This design comes from an exercise in tuning for small area on the open sky130 flow, not from production work. Only simulation tests tie the RTL to the original design; equivalence was not proved. No driver is modelled on the clock port, so clocking that relies on it looks cheaper here than on a real chip. No activity file was given, so power comes from the tool's default toggle rates.

## pwm_timer
module pwm_timer (
    input  wire        clk,
    input  wire        rst,           
    input  wire [17:0] cfg_per,       
    input  wire        cfg_edge,      
    input  wire        cfg_dbl,       
    input  wire [10:0] cfg_dt_rise,   
    input  wire [10:0] cfg_dt_fall,   
    input  wire        run,           
    input  wire        wr_en,         
    input  wire [2:0]  wr_sel,        
    input  wire [17:0] wr_data,
    input  wire        commit,        
    input  wire [1:0]  ovr,           
    output wire [2:0]  gh,            
    output wire [2:0]  gl,            
    output wire        bnd,           
    output wire        commit_pend,   
    output wire        f_miss,        
    output wire        f_safe         
);
Size: ~80 I/O pins, ~0.012 sq mm of cells after synthesis.
==> flow/config.mk <==
export PLATFORM = sky130hd
export DESIGN_NAME = pwm_timer
export DESIGN_NICKNAME = pwm_timer
export VERILOG_FILES = /design/flow/design.v
export SDC_FILE = /design/flow/constraint.sdc
export NUM_CORES = 4
export LEC_CHECK = 0
export CAP_MARGIN = 5
export CORE_MARGIN = 2
export CORE_UTILIZATION = 40
export CTS_CLUSTER_DIAMETER = 100
export CTS_CLUSTER_SIZE = 30
export SLEW_MARGIN = 5
export SYNTH_HIERARCHICAL = 1
==> flow/constraint.sdc <==
create_clock -name core_clock -period 10.0 [get_ports {clk}]
set_input_delay 2.0000 -clock core_clock [delete_from_list [all_inputs] [get_ports {clk}]]
set_output_delay 2.0000 -clock core_clock [all_outputs]
set_load 0.01 [all_outputs]
standard.sh (not shown) runs the stock make flow with config.mk's settings and CLKGATE_MAP_FILE= SYNTH_SCRIPT=/design/flow/synth_recipe.tcl, a recipe that flattens the netlist after the stock synthesis.
==> flow/flow/run.sh <==
#!/bin/bash
# Layout: the standard ORFS flow (standard.sh, standard synthesis
# unchanged) with these changes to how the layout is made:
#  - the port buffers are the smallest buffer, sky130_fd_sc_hd__buf_1
#    (every input and output port still gets its own buffer);
#  - after floorplan, flow/downsize.tcl gives each combinational cell its
#    smallest variant;
#  - before CTS, flow/pre_cts.tcl does the same to the buffers placement
#    added and reruns repair_design; CTS's repair_timing sizes up again
#    where timing needs it.
# make's full output goes to flow_make.log here; each ORFS step keeps its
# own log under orfs/logs/.
set -euo pipefail
export BUFFER_PORTS_ARGS="-buffer_cell sky130_fd_sc_hd__buf_1"
export POST_FLOORPLAN_TCL="$(pwd)/flow/downsize.tcl"
export PRE_CTS_TCL="$(pwd)/flow/pre_cts.tcl"
export CTS_ARGS="-sink_clustering_enable -repair_clock_nets -sink_clustering_size 30 -sink_clustering_max_diameter 100 -dont_use_dummy_load"
bash standard.sh > flow_make.log 2>&1
Other scripts of this flow, unchanged in this note and not shown: flow/flow/downsize.tcl, flow/flow/pre_cts.tcl
Rerun with:
--- a/flow/flow/run.sh
+++ b/flow/flow/run.sh
@@ -16,3 +16,3 @@
 export PRE_CTS_TCL="$(pwd)/flow/pre_cts.tcl"
-export CTS_ARGS="-sink_clustering_enable -repair_clock_nets -sink_clustering_size 30 -sink_clustering_max_diameter 100 -dont_use_dummy_load"
+export CTS_ARGS="-sink_clustering_enable -repair_clock_nets -sink_clustering_size 30 -sink_clustering_max_diameter 100 -dont_use_dummy_load -root_buf sky130_fd_sc_hd__clkbuf_8 -tree_buf sky130_fd_sc_hd__clkbuf_8 -sink_clustering_buffer sky130_fd_sc_hd__clkbuf_16"
 bash standard.sh > flow_make.log 2>&1
--- a/flow/config.mk
+++ b/flow/config.mk
@@ -7,3 +7,3 @@
 export LEC_CHECK = 0
-export CAP_MARGIN = 5
+export CAP_MARGIN = 20
 export CORE_MARGIN = 2
@@ -12,3 +12,4 @@
 export CTS_CLUSTER_SIZE = 30
-export SLEW_MARGIN = 5
+export PLACE_DENSITY = 0.75
+export SLEW_MARGIN = 20
 export SYNTH_HIERARCHICAL = 1
After rerunning:
- total power came out lower by 0.73%
- non-clock buffer count came out lower by 3
- sequential cell count stays the same
- via count came out higher by 2.3%
- utilization hardly moves
- final cell count is about the same
- clock-buffer cell count stays the same
- sequential power hardly moves
- area after synthesis does not change
- die area is unchanged
- final area is about the same
Rerun with:
--- a/flow/flow/run.sh
+++ b/flow/flow/run.sh
@@ -16,3 +16,3 @@
 export PRE_CTS_TCL="$(pwd)/flow/pre_cts.tcl"
-export CTS_ARGS="-sink_clustering_enable -repair_clock_nets -sink_clustering_size 30 -sink_clustering_max_diameter 100 -dont_use_dummy_load -root_buf sky130_fd_sc_hd__clkbuf_8 -tree_buf sky130_fd_sc_hd__clkbuf_8 -sink_clustering_buffer sky130_fd_sc_hd__clkbuf_16"
+export CTS_ARGS="-sink_clustering_enable -repair_clock_nets -sink_clustering_size 32 -sink_clustering_max_diameter 140 -dont_use_dummy_load -root_buf sky130_fd_sc_hd__clkbuf_8 -tree_buf sky130_fd_sc_hd__clkbuf_8 -sink_clustering_buffer sky130_fd_sc_hd__clkbuf_16"
 bash standard.sh > flow_make.log 2>&1
--- a/flow/config.mk
+++ b/flow/config.mk
@@ -12,3 +12,2 @@
 export CTS_CLUSTER_SIZE = 30
-export PLACE_DENSITY = 0.75
 export SLEW_MARGIN = 20
- The new run finished clean
- sequential share of layout area grows by 0.23 points
- area after synthesis does not change
- maximum frequency came out higher slightly
- die area does not change
- synthesized cell count stays the same
- final area came out lower slightly
- total power shrinks slightly
- count of clock-buffer cells in the layout is lower by 1
- cell count stays the same

========
pwm_timer, a different RTL version from the one above (not shown whole).
For scale: roughly 770 cells after synthesis, roughly 80 I/O pins, roughly 12000 µm² of cells after synthesis.
==> flow/config.mk <==
export PLATFORM = sky130hd
export DESIGN_NAME = pwm_timer
export DESIGN_NICKNAME = pwm_timer
export VERILOG_FILES = /design/flow/design.v
export SDC_FILE = /design/flow/constraint.sdc
export NUM_CORES = 4
export LEC_CHECK = 0
export CAP_MARGIN = 20
export CORE_MARGIN = 2
export CORE_UTILIZATION = 40
export SLEW_MARGIN = 20
export SYNTH_HIERARCHICAL = 1
==> flow/constraint.sdc <==
create_clock -name core_clock -period 10.0 [get_ports {clk}]
set_input_delay 2.0000 -clock core_clock [delete_from_list [all_inputs] [get_ports {clk}]]
set_output_delay 2.0000 -clock core_clock [all_outputs]
set_load 0.01 [all_outputs]
==> flow/flow/run.sh <==
#!/bin/bash
# Layout: the standard ORFS flow (standard.sh; the standard synthesis
# runs unchanged) with these changes to how the layout is made:
#  - the port buffers are the smallest buffer, sky130_fd_sc_hd__buf_1
#    (every input and output port still gets its own buffer, and
#    repair_design still sizes it for its load);
#  - after floorplan, flow/downsize.tcl gives each combinational cell the
#    smallest variant of its function;
#  - before CTS, flow/pre_cts.tcl does the same to the buffers placement
#    added and reruns repair_design; CTS's repair_timing sizes cells up
#    again where timing needs it;
#  - CTS clusters up to 32 flip-flops per clkbuf_16 leaf buffer, uses
#    clkbuf_8 above the leaves and inserts no dummy loads.
# make's full output goes to flow_make.log here; each ORFS step keeps its
# own log under orfs/logs/.
set -euo pipefail
export BUFFER_PORTS_ARGS="-buffer_cell sky130_fd_sc_hd__buf_1"
export POST_FLOORPLAN_TCL="$(pwd)/flow/downsize.tcl"
export PRE_CTS_TCL="$(pwd)/flow/pre_cts.tcl"
export CTS_ARGS="-sink_clustering_enable -repair_clock_nets -sink_clustering_size 32 -sink_clustering_max_diameter 140 -dont_use_dummy_load -root_buf sky130_fd_sc_hd__clkbuf_8 -tree_buf sky130_fd_sc_hd__clkbuf_8 -sink_clustering_buffer sky130_fd_sc_hd__clkbuf_16"
bash standard.sh > flow_make.log 2>&1
==> flow/flow/pre_cts.tcl <==
# Run before CTS (PRE_CTS_TCL): give every combinational cell and buffer the
# smallest-area variant of its own function, then let repair_design fix
# slew, capacitance and fanout again; CTS's repair_timing then sizes up
# what timing needs.
set n 0
foreach inst [get_cells *] {
  set master [get_property $inst ref_name]
  if {![regexp {^(sky130_fd_sc_hd__[a-z0-9]+)_([0-9]+)$} $master -> base sz]} { continue }
  if {[regexp {__(df|edf|sdf|dl|sdl|tap|conb|fill|decap|clk|probe|lpflow)} $base]} { continue }
  set best $master
  set best_area [get_property [get_lib_cells */$master] area]
  foreach lc [get_lib_cells */${base}_*] {
    set name [get_property $lc name]
    if {![regexp "^${base}_\[0-9\]+\$" $name]} { continue }
    if {[lsearch -exact $::env(DONT_USE_CELLS) $name] >= 0} { continue }
    set a [get_property $lc area]
    if {$a < $best_area} { set best $name; set best_area $a }
  }
  if {$best ne $master} {
    replace_cell $inst $best
    incr n
  }
}
puts "pre_cts.tcl: resized $n instances to their smallest variant"
estimate_parasitics -placement
repair_design
Other scripts of this flow, unchanged in this note and not shown: flow/flow/downsize.tcl
The first run ran to the end with no violations.
Next try:
--- a/flow/flow/pre_cts.tcl
+++ b/flow/flow/pre_cts.tcl
@@ -4 +4,3 @@
-# what timing needs.
+# what timing needs. The platform's don't-use cells are set first, as
+# cts.tcl only sets them after this hook runs.
+set_dont_use $::env(DONT_USE_CELLS)
=> The changed run finished clean. Synthesized area stays the same. Clock skew stays the same. Global-route usage is unchanged. Cell count does not change. Hold slack stays the same. Utilization stays the same. Power stays the same.

========
Setup of juniper:
Another version of the RTL of pwm_timer (not shown whole).
Size: about 770 cells after synthesis, about 280 flip-flops, about 80 I/O pins.
Settings: LEC_CHECK=0, CAP_MARGIN=20, CORE_MARGIN=2, CORE_UTILIZATION=40, SLEW_MARGIN=20, SYNTH_HIERARCHICAL=1; clock period 10.0 ns.
==> flow/flow/run.sh <==
#!/bin/bash
# Layout: the standard ORFS flow (standard.sh; the standard synthesis
# runs unchanged) with these changes to how the layout is made:
#  - the port buffers are the smallest buffer, sky130_fd_sc_hd__buf_1
#    (every input and output port still gets its own buffer, and
#    repair_design still sizes it for its load);
#  - after floorplan, flow/downsize.tcl gives each combinational cell the
#    smallest variant of its function;
#  - before CTS, flow/pre_cts.tcl does the same to the buffers placement
#    added and reruns repair_design; CTS's repair_timing sizes cells up
#    again where timing needs it;
#  - CTS clusters up to 32 flip-flops per clkbuf_16 leaf buffer, uses
#    clkbuf_8 above the leaves and inserts no dummy loads.
# make's full output goes to flow_make.log here; each ORFS step keeps its
# own log under orfs/logs/.
set -euo pipefail
export BUFFER_PORTS_ARGS="-buffer_cell sky130_fd_sc_hd__buf_1"
export POST_FLOORPLAN_TCL="$(pwd)/flow/downsize.tcl"
export PRE_CTS_TCL="$(pwd)/flow/pre_cts.tcl"
export POST_CTS_TCL="$(pwd)/flow/post_cts.tcl"
export CTS_ARGS="-sink_clustering_enable -repair_clock_nets -sink_clustering_size 32 -sink_clustering_max_diameter 140 -dont_use_dummy_load -root_buf sky130_fd_sc_hd__clkbuf_8 -tree_buf sky130_fd_sc_hd__clkbuf_8 -sink_clustering_buffer sky130_fd_sc_hd__clkbuf_16"
bash standard.sh > flow_make.log 2>&1
==> flow/flow/post_cts.tcl <==
# Run after CTS (POST_CTS_TCL): recover area on paths with positive slack
# (repair_timing -recover_power downsizes cells there), then repair_design
# fixes any slew or capacitance that downsizing broke, repair_timing checks
# setup and hold again, and detailed placement legalizes the new sizes.
set_dont_use $::env(DONT_USE_CELLS)
estimate_parasitics -placement
repair_timing -recover_power 100
repair_design
repair_timing -setup_margin 0 -hold_margin 0
detailed_placement
check_placement -verbose
==> flow/flow/pre_cts.tcl <==
# Run before CTS (PRE_CTS_TCL): give every combinational cell and buffer the
# smallest-area variant of its own function, then let repair_design fix
# slew, capacitance and fanout again; CTS's repair_timing then sizes up
# what timing needs. The platform's don't-use cells are set first, as
# cts.tcl only sets them after this hook runs.
set_dont_use $::env(DONT_USE_CELLS)
set n 0
foreach inst [get_cells *] {
  set master [get_property $inst ref_name]
  if {![regexp {^(sky130_fd_sc_hd__[a-z0-9]+)_([0-9]+)$} $master -> base sz]} { continue }
  if {[regexp {__(df|edf|sdf|dl|sdl|tap|conb|fill|decap|clk|probe|lpflow)} $base]} { continue }
  set best $master
  set best_area [get_property [get_lib_cells */$master] area]
  foreach lc [get_lib_cells */${base}_*] {
    set name [get_property $lc name]
    if {![regexp "^${base}_\[0-9\]+\$" $name]} { continue }
    if {[lsearch -exact $::env(DONT_USE_CELLS) $name] >= 0} { continue }
    set a [get_property $lc area]
    if {$a < $best_area} { set best $name; set best_area $a }
  }
  if {$best ne $master} {
    replace_cell $inst $best
    incr n
  }
}
puts "pre_cts.tcl: resized $n instances to their smallest variant"
estimate_parasitics -placement
repair_design
Other scripts of this flow, unchanged in this note and not shown: flow/flow/downsize.tcl
--- input diff juniper..fjord ---
diff --git a/flow/flow/run.sh b/flow/flow/run.sh
--- a/flow/flow/run.sh
+++ b/flow/flow/run.sh
@@ -19,3 +19,2 @@
 export PRE_CTS_TCL="$(pwd)/flow/pre_cts.tcl"
-export POST_CTS_TCL="$(pwd)/flow/post_cts.tcl"
 export CTS_ARGS="-sink_clustering_enable -repair_clock_nets -sink_clustering_size 32 -sink_clustering_max_diameter 140 -dont_use_dummy_load -root_buf sky130_fd_sc_hd__clkbuf_8 -tree_buf sky130_fd_sc_hd__clkbuf_8 -sink_clustering_buffer sky130_fd_sc_hd__clkbuf_16"
removed: flow/flow/post_cts.tcl
Number of iterations in the first detailed-routing pass ended up 2 lower on fjord than on juniper. Diff juniper -> fjord: critical path depth comparable, average via count per standard cell comparable, setup slack now smaller. | net switching power | juniper vs fjord | ≈ equal |. Compared juniper against fjord; cell-internal power within noise. Global routing met2 resource utilization delta (fjord -> juniper): insignificant. Compared with juniper, fjord shows via count lower by 23. Between juniper and fjord, the difference in fraction of area in clock buffers and inverters is negligible. Diff juniper -> fjord | wire length | down slightly. In the reports for juniper and fjord, the smaller maximum net fanout on the critical path belongs to fjord.
The following lists how quartz was set up differently from fjord:
diff --git a/flow/flow/pre_cts.tcl b/flow/flow/pre_cts.tcl
--- a/flow/flow/pre_cts.tcl
+++ b/flow/flow/pre_cts.tcl
@@ -3,5 +3,3 @@
 # slew, capacitance and fanout again; CTS's repair_timing then sizes up
-# what timing needs. The platform's don't-use cells are set first, as
-# cts.tcl only sets them after this hook runs.
-set_dont_use $::env(DONT_USE_CELLS)
+# what timing needs.
 set n 0
Notes after the runs:
Non-clock buffer count: fjord vs quartz identical
Diff quartz..fjord | die width | unchanged
Delta (quartz minus fjord): longest individual stage delay on the worst path was more or less identical; global-route track usage on met3 was more or less identical; number of rows in the core area was more or less identical.

-- re-timing with driven ports --
The results above use ideal ports. As a check the final layouts listed here were re-extracted and re-timed, cells and wires unchanged. Step 1 sets driving cells, clkbuf_16 on the clock port and buf_2 on the other inputs (assumed; they add their load-dependent delay and slew). Step 2 moves the port delays by t, midway between the first and last clock arrival at a register: inputs arrive t later, outputs are due t later. That takes back most of the time a late clock gives input paths. Slacks: no drivers / after step 1 / after step 2; pairs: no drivers / after step 1.
run | t (ns) | setup WS [ns] | worst hold slack (ns)
the first run of note 1 | 0.525 | 0.255 / 0.284 / -0.241 | 0.446 / 0.446 / 0.446
the second run of note 1 | 0.578 | 0.220 / 0.243 / -0.334 | 0.428 / 0.428 / 0.428
the third run of note 1 | 0.560 | 0.276 / 0.289 / -0.271 | 0.441 / 0.441 / 0.441
the first run of note 2 | 0.558 | 0.273 / 0.297 / -0.262 | 0.417 / 0.417 / 0.417
the second run of note 2 | 0.558 | 0.273 / 0.297 / -0.262 | 0.417 / 0.417 / 0.417
juniper | 0.573 | 0.263 / 0.292 / -0.282 | 0.452 / 0.452 / 0.452
fjord | 0.572 | 0.247 / 0.275 / -0.297 | 0.453 / 0.453 / 0.453
quartz | 0.572 | 0.247 / 0.275 / -0.297 | 0.453 / 0.453 / 0.453
With both steps, setup timing fails in every run listed, where it was met with ideal ports. The setup slack of the second run of note 1, which loses most, moves by +0.023 ns with the drivers and by -0.554 ns with both steps.
